From an optimization exercise on the open Yosys and OpenROAD flow, aimed at small area, a short achievable clock period and few clock cycles; shortcuts taken in it are not production practice.
RTL that was checked went through simulation tests only; none was proved equivalent to the original.

==> run a: inputs <==
==> flow/design.v (excerpt) <==
module ladle_share (
    input  wire         clk,
    input  wire         rst,           
    input  wire         start,
    output wire         ready,
    output reg          done,
    input  wire [14:0]  bud_grid,      
    input  wire [14:0]  bud_site,
    input  wire [14:0]  bud_curt,
    input  wire [14:0]  bud_t1,
    input  wire [14:0]  bud_t2,
    input  wire [7:0]   aux,           
    input  wire [9:0]   eff,           
    input  wire [7:0]   up_step,       
    input  wire [7:0]   act,           
    input  wire [7:0]   rsv,           
    input  wire [127:0] dem,           
    input  wire [15:0]  prio,          
    input  wire [87:0]  volt,          
    output reg          limited,
    output reg  [127:0] alloc,         
    output reg  [151:0] tgt            
);
    localparam RT  = 2;                        
    localparam TIT = 5;                        
    localparam QB  = 2 * RT * TIT;             
    localparam RW  = 2;                        
    localparam WIT = 10 / RW;                  
    localparam S_IDLE = 3'd0, S_BUD = 3'd1, S_MUL = 3'd2, S_REST = 3'd3,
               S_WDIV = 3'd4, S_WUPD = 3'd5, S_WSUM = 3'd6, S_WLD = 3'd7;
    localparam S_TLD = 3'd0, S_TWAIT = 3'd1;   
    reg  [2:0]  state;
    reg         ph;           
    assign ready = (state == S_IDLE) && !ph;
    reg  [14:0] b_r [0:4];
    reg  [7:0]  aux_r;
    reg  [9:0]  eff_r;
    reg  [7:0]  up_r;
    reg  [7:0]  act_r;
    reg  [3:0]  nres;
    reg  [1:0]  p_r [0:7];
    reg  [10:0] v_r [0:7];
    reg  [12:0] v3_r [0:7];
    wire [3:0] nres_in = ((rsv[0] & ~act[0]) + (rsv[1] & ~act[1])) +
                         ((rsv[2] & ~act[2]) + (rsv[3] & ~act[3])) +
                         ((rsv[4] & ~act[4]) + (rsv[5] & ~act[5])) +
                         ((rsv[6] & ~act[6]) + (rsv[7] & ~act[7]));
  ...
Settings: LEC_CHECK=0, CAP_MARGIN=20, CORE_MARGIN=2, CORE_UTILIZATION=50, SLEW_MARGIN=20; clock period 20.0 ns.
run.sh (not shown) runs the stock make flow with config.mk's settings and CLKGATE_MAP_FILE= SYNTH_SCRIPT=/design/flow/synth_recipe.tcl, a recipe that flattens the netlist after the stock synthesis.
==> run b: changes against run a <==
--- a/flow/design.v
+++ b/flow/design.v
@@ -1,44 +1,38 @@
 module ladle_tdiv_step #(
-    parameter RT = 2,
+    parameter RT = 4,
     parameter QB = 20
 ) (
     input  wire [10:0]   vc,
-    input  wire [12:0]   vc3,      
     input  wire [10:0]   rem_i,
     input  wire [QB-1:0] sh_i,
     output wire [10:0]   rem_o,
     output wire [QB-1:0] sh_o
 );
     wire [10:0]   r [0:RT];
     wire [QB-1:0] s [0:RT];
     assign r[0] = rem_i;
     assign s[0] = sh_i;
     genvar k;
     generate
         for (k = 0; k < RT; k = k + 1) begin : g_st
-            wire [12:0] t  = {r[k], s[k][QB-1:QB-2]};
-            wire [13:0] d1 = {1'b0, t} - {3'b000, vc};
-            wire [13:0] d2 = {1'b0, t} - {2'b00, vc, 1'b0};
-            wire [13:0] d3 = {1'b0, t} - {1'b0, vc3};
-            wire        g1 = ~d1[13];
-            wire        g2 = ~d2[13];
-            wire        g3 = ~d3[13];
-            assign r[k+1] = g3 ? d3[10:0] : g2 ? d2[10:0] : g1 ? d1[10:0] : t[10:0];
-            assign s[k+1] = {s[k][QB-3:0], g2, g3 | (g1 & ~g2)};
+            wire [11:0] t  = {r[k], s[k][QB-1]};
+            wire [12:0] df = {1'b0, t} - {2'b00, vc};
+            wire        ge = ~df[12];
+            assign r[k+1] = ge ? df[10:0] : t[10:0];
+            assign s[k+1] = {s[k][QB-2:0], ge};
         end
     endgenerate
     assign rem_o = r[RT];
     assign sh_o  = s[RT];
 endmodule
 module ladle_wdiv_step #(
-    parameter RW = 2
+    parameter RW = 4
 ) (
     input  wire [9:0]  d,
-    input  wire [11:0] d3,       
     input  wire [9:0]  rem_i,
     input  wire [19:0] sh_i,
     input  wire [1:0]  m3_i,
     input  wire [19:0] q3_i,
     output wire [9:0]  rem_o,
     output wire [19:0] sh_o,
     output wire [1:0]  m3_o,
@@ -51,29 +45,23 @@
     assign r[0] = rem_i;
     assign s[0] = sh_i;
     assign m[0] = m3_i;
     assign q[0] = q3_i;
     genvar k;
     generate
         for (k = 0; k < RW; k = k + 1) begin : g_st
-            wire [11:0] t  = {r[k], s[k][19:18]};
-            wire [12:0] e1 = {1'b0, t} - {3'b000, d};
-            wire [12:0] e2 = {1'b0, t} - {2'b00, d, 1'b0};
-            wire [12:0] e3 = {1'b0, t} - {1'b0, d3};
-            wire        g1 = ~e1[12];
-            wire        g2 = ~e2[12];
-            wire        g3 = ~e3[12];
-            wire [1:0]  dg = {g2, g3 | (g1 & ~g2)};
-            wire [3:0]  v  = {m[k], dg};
-            wire [1:0]  qd = (v >= 4'd9) ? 2'd3 : (v >= 4'd6) ? 2'd2 : (v >= 4'd3) ? 2'd1 : 2'd0;
-            assign r[k+1] = g3 ? e3[9:0] : g2 ? e2[9:0] : g1 ? e1[9:0] : t[9:0];
-            assign s[k+1] = {s[k][17:0], dg};
-            assign m[k+1] = (v >= 4'd9) ? v[1:0] - 2'd1 : (v >= 4'd6) ? v[1:0] - 2'd2 :
-                            (v >= 4'd3) ? v[1:0] - 2'd3 : v[1:0];
-            assign q[k+1] = {q[k][17:0], qd};
+            wire [10:0] t  = {r[k], s[k][19]};
+            wire [11:0] df = {1'b0, t} - {2'b00, d};
+            wire        ge = ~df[11];
+            wire [2:0]  m2 = {m[k], ge};            
+            wire        qb = (m2 >= 3'd3);
+            assign r[k+1] = ge ? df[9:0] : t[9:0];
+            assign s[k+1] = {s[k][18:0], ge};
+            assign m[k+1] = qb ? m2[1:0] - 2'd3 : m2[1:0];
+            assign q[k+1] = {q[k][18:0], qb};
         end
     endgenerate
     assign rem_o = r[RW];
     assign sh_o  = s[RW];
     assign m3_o  = m[RW];
     assign q3_o  = q[RW];
 endmodule
@@ -96,79 +84,76 @@
     input  wire [127:0] dem,           
     input  wire [15:0]  prio,          
     input  wire [87:0]  volt,          
     output reg          limited,
     output reg  [127:0] alloc,         
     output reg  [151:0] tgt            
 );
-    localparam RT  = 2;                        
+    localparam RT  = 4;                        
     localparam TIT = 5;                        
-    localparam QB  = 2 * RT * TIT;             
-    localparam RW  = 2;                        
-    localparam WIT = 10 / RW;                  
+    localparam QB  = RT * TIT;                 
+    localparam RW  = 4;                        
+    localparam WIT = 20 / RW;                  
     localparam S_IDLE = 3'd0, S_BUD = 3'd1, S_MUL = 3'd2, S_REST = 3'd3,
                S_WDIV = 3'd4, S_WUPD = 3'd5, S_WSUM = 3'd6, S_WLD = 3'd7;
     localparam S_TLD = 3'd0, S_TWAIT = 3'd1;   
     reg  [2:0]  state;
     reg         ph;           
     assign ready = (state == S_IDLE) && !ph;
     reg  [14:0] b_r [0:4];
     reg  [7:0]  aux_r;
     reg  [9:0]  eff_r;
     reg  [7:0]  up_r;
     reg  [7:0]  act_r;
     reg  [3:0]  nres;
     reg  [1:0]  p_r [0:7];
     reg  [10:0] v_r [0:7];
-    reg  [12:0] v3_r [0:7];
     wire [3:0] nres_in = ((rsv[0] & ~act[0]) + (rsv[1] & ~act[1])) +
                          ((rsv[2] & ~act[2]) + (rsv[3] & ~act[3])) +
                          ((rsv[4] & ~act[4]) + (rsv[5] & ~act[5])) +
                          ((rsv[6] & ~act[6]) + (rsv[7] & ~act[7]));
     wire [14:0] m01  = (b_r[1] < b_r[0]) ? b_r[1] : b_r[0];
     wire [14:0] m23  = (b_r[3] < b_r[2]) ? b_r[3] : b_r[2];
     wire [14:0] m234 = (b_r[4] < m23) ? b_r[4] : m23;
     wire [14:0] bmin = (m234 < m01) ? m234 : m01;
     wire [14:0] bdif = (bmin > {7'd0, aux_r}) ? bmin - {7'd0, aux_r} : 15'd0;
     reg  [14:0] bd;           
     reg  [24:0] xw;           
     wire [24:0] bprod = bd * eff_r;
-    wire [16:0] resw  = {nres, 12'd0} + {nres, 9'd0} + {nres, 8'd0} + {nres, 7'd0} + {nres, 3'd0};
+    wire [16:0] resw  = nres * 13'd5000;
     wire [24:0] rest0 = (xw > {8'd0, resw}) ? xw - {8'd0, resw} : 25'd0;
-    wire [26:0] x0    = {2'b00, rest0} + {1'b0, rest0, 1'b0};
+    wire [26:0] x0    = rest0 * 2'd3;
     reg  [7:0]  sat;          
     reg  [7:0]  smask;        
     reg  [18:0] ssum_r;
     reg  [18:0] ssum;
     reg  [5:0]  wsum;
     integer i;
     always @* begin
         ssum = 19'd0;
         wsum = 6'd0;
         for (i = 0; i < 8; i = i + 1) begin
             if (smask[i]) ssum = ssum + alloc[i*16 +: 16];
             if (act_r[i] & ~sat[i]) wsum = wsum + {4'd0, p_r[i]} + 6'd1;
         end
     end
-    wire [9:0]  d25 = {wsum, 4'd0} + {wsum, 3'd0} + wsum;
-    wire [11:0] d75 = {d25, 1'b0} + d25;
+    wire [9:0] d25 = wsum * 5'd25;
     wire [26:0] xnext;
     reg  [26:0] xr;           
     reg  [9:0]  dr;           
-    reg  [11:0] dr3;          
     reg  [9:0]  wrem;
     reg  [19:0] wsh;          
     reg  [1:0]  wm3;
     reg  [19:0] wq3;          
     reg  [2:0]  wcnt;
     wire [9:0]  wrem_n;
     wire [19:0] wsh_n, wq3_n;
     wire [1:0]  wm3_n;
     ladle_wdiv_step #(.RW(RW)) u_wdiv (
-        .d(dr), .d3(dr3), .rem_i(wrem), .sh_i(wsh), .m3_i(wm3), .q3_i(wq3),
+        .d(dr), .rem_i(wrem), .sh_i(wsh), .m3_i(wm3), .q3_i(wq3),
         .rem_o(wrem_n), .sh_o(wsh_n), .m3_o(wm3_n), .q3_o(wq3_n)
     );
     wire [19:0] a1 = {2'd0, wq3[19:2]};       
     wire [19:0] a2 = {1'd0, wq3[19:1]};       
     wire [19:0] a3 = {2'd0, wsh[19:2]};       
     wire [19:0] a4 = wq3;                     
     reg  [19:0] aw [0:7];
@@ -195,23 +180,23 @@
     reg  [QB-1:0] tsh [0:7];
     wire [10:0] trem_n [0:7];
     wire [QB-1:0] tsh_n [0:7];
     wire [25:0] tnum [0:7];
     genvar g;
     generate
         for (g = 0; g < 8; g = g + 1) begin : g_t
-            assign tnum[g] = {alloc[g*16 +: 16], 10'd0} - {alloc[g*16 +: 16], 4'd0} - {alloc[g*16 +: 16], 3'd0};
+            assign tnum[g] = alloc[g*16 +: 16] * 10'd1000;
             ladle_tdiv_step #(.RT(RT), .QB(QB)) u_tdiv (
-                .vc(v_r[g]), .vc3(v3_r[g]), .rem_i(trem[g]), .sh_i(tsh[g]),
+                .vc(v_r[g]), .rem_i(trem[g]), .sh_i(tsh[g]),
                 .rem_o(trem_n[g]), .sh_o(tsh_n[g])
             );
         end
     endgenerate
     wire tfin = tbusy && (tcnt == TIT[2:0]);
-    assign xnext = xr - ({ssum_r, 8'd0} + {ssum_r, 5'd0} + {ssum_r, 3'd0} + {ssum_r, 2'd0});
+    assign xnext = xr - ssum_r * 9'd300;
     reg [19:0] pu;
     reg [10:0] vcl;
     always @(posedge clk) begin
         for (i = 0; i < 8; i = i + 1) begin
             if (tload) begin
                 trem[i] <= {5'd0, tnum[i][25:QB]};
                 tsh[i]  <= tnum[i][QB-1:0];
@@ -266,16 +251,15 @@
                 state <= S_BUD;
             end
             S_BUD: begin
                 bd <= bdif;
                 for (i = 0; i < 8; i = i + 1) begin
                     vcl = (v_r[i] < 11'd150) ? 11'd150 : v_r[i];
                     v_r[i] <= vcl;
-                    v3_r[i] <= {2'b00, vcl} + {1'b0, vcl, 1'b0};
-                    pu = {1'b0, tgt[i*19 +: 19]} + {up_r, 6'd0} + {up_r, 5'd0} + {up_r, 2'd0};
+                    pu = {1'b0, tgt[i*19 +: 19]} + up_r * 7'd100;
                     if (!act_r[i])
                         tgt[i*19 +: 19] <= 19'd0;
                     else if (pu[19])
                         tgt[i*19 +: 19] <= 19'h7FFFF;
                     else
                         tgt[i*19 +: 19] <= pu[18:0];
                 end
@@ -287,20 +271,19 @@
                 xw     <= bprod;
                 ssum_r <= ssum;
                 state  <= S_REST;
             end
             S_REST: begin
                 xr   <= x0;
                 dr   <= d25;
-                dr3  <= d75;
                 wrem <= {3'd0, x0[26:20]};
                 wsh  <= x0[19:0];
                 wm3  <= 2'd0;
                 wcnt <= 3'd0;
-                if ({ssum_r, 6'd0} + {ssum_r, 5'd0} + {ssum_r, 2'd0} <= {1'b0, rest0}) begin
+                if (ssum_r * 7'd100 <= {1'b0, rest0}) begin
                     limited <= 1'b0;
                     ph      <= 1'b1;
                     state   <= S_TWAIT;
                 end else begin
                     limited <= 1'b1;
                     state   <= S_WDIV;
                 end
@@ -320,15 +303,14 @@
                     smask <= newsat;
                     state <= S_WSUM;
                 end
             end
             S_WSUM: begin
                 ssum_r <= ssum;
                 dr     <= d25;
-                dr3    <= d75;
                 state  <= S_WLD;
             end
             S_WLD: begin
                 xr   <= xnext;
                 wrem <= {3'd0, xnext[26:20]};
                 wsh  <= xnext[19:0];
                 wm3  <= 2'd0;
CORE_UTILIZATION = 25   (was 50)
==> summary.txt <==
all-layer global routing usage -> 0.1802
status -> no timing/DRC/antenna violations
num sequential -> 930
Post-synth EDFFs -> 472
non-clock buffer share of cell area -> 0.06023
commonest non-fill, non-tap cells in the layout -> ha_1, inv_1, nand2_1
Nets -> 15,690
#MultiIn Comb -> 9,645
clock sinks -> 930
largest net degree at the start of global routing -> 185
tap cells -> 5,904
non-filler cells, final -> 18,970
met3 wire len -> 23.05 mm
met3 Use GR -> 0.02704
slowest stage cell, crit path -> a311o_1
-- figures above: run b

==> summary.txt <==
clock sinks -> 1,045
non-clock buffer share of cell area -> 0.05758
largest net degree at the start of global routing -> 96
met3 Use GR -> 0.06229
met3 wire len -> 33.70 mm
commonest non-fill, non-tap cells in the layout -> ha_1, inv_1, o21ai_0
Nets -> 16,870
status -> no timing/DRC/antenna violations
num sequential -> 1,045
non-filler cells, final -> 17,560
Post-synth EDFFs -> 587
#MultiIn Comb -> 10,790
slowest stage cell, crit path -> edfxtp_1
-- figures above: run a

Testbench counts of run b, summed over its fixed seeds: cycles 26,793.
No functional check of the RTL was part of run a.

-- static timing again, ports no longer ideal --
Ports are ideal in the flow. The routed layouts listed here were re-timed in OpenROAD.
Step 1 assumes that a clkbuf_16 drives the clock port and a buf_2 every other input.
Step 2 also shifts input and output timing later by t, the mid clock arrival at the registers, as if the neighbouring blocks saw the same clock.
a / b / c = no drivers / after step 1 / after step 2; a / b = the first two.
run	t, ns	setup slack, ns	hold WS [ns]	worst slew at a driven data input, ns
run a	0.899	7.433 / 7.433 / 7.433	0.445 / 0.445 / 0.445	0.20
run b	0.942	7.546 / 7.546 / 7.546	0.430 / 0.430 / 0.430	0.19
After both steps setup and hold are still met in every run listed.
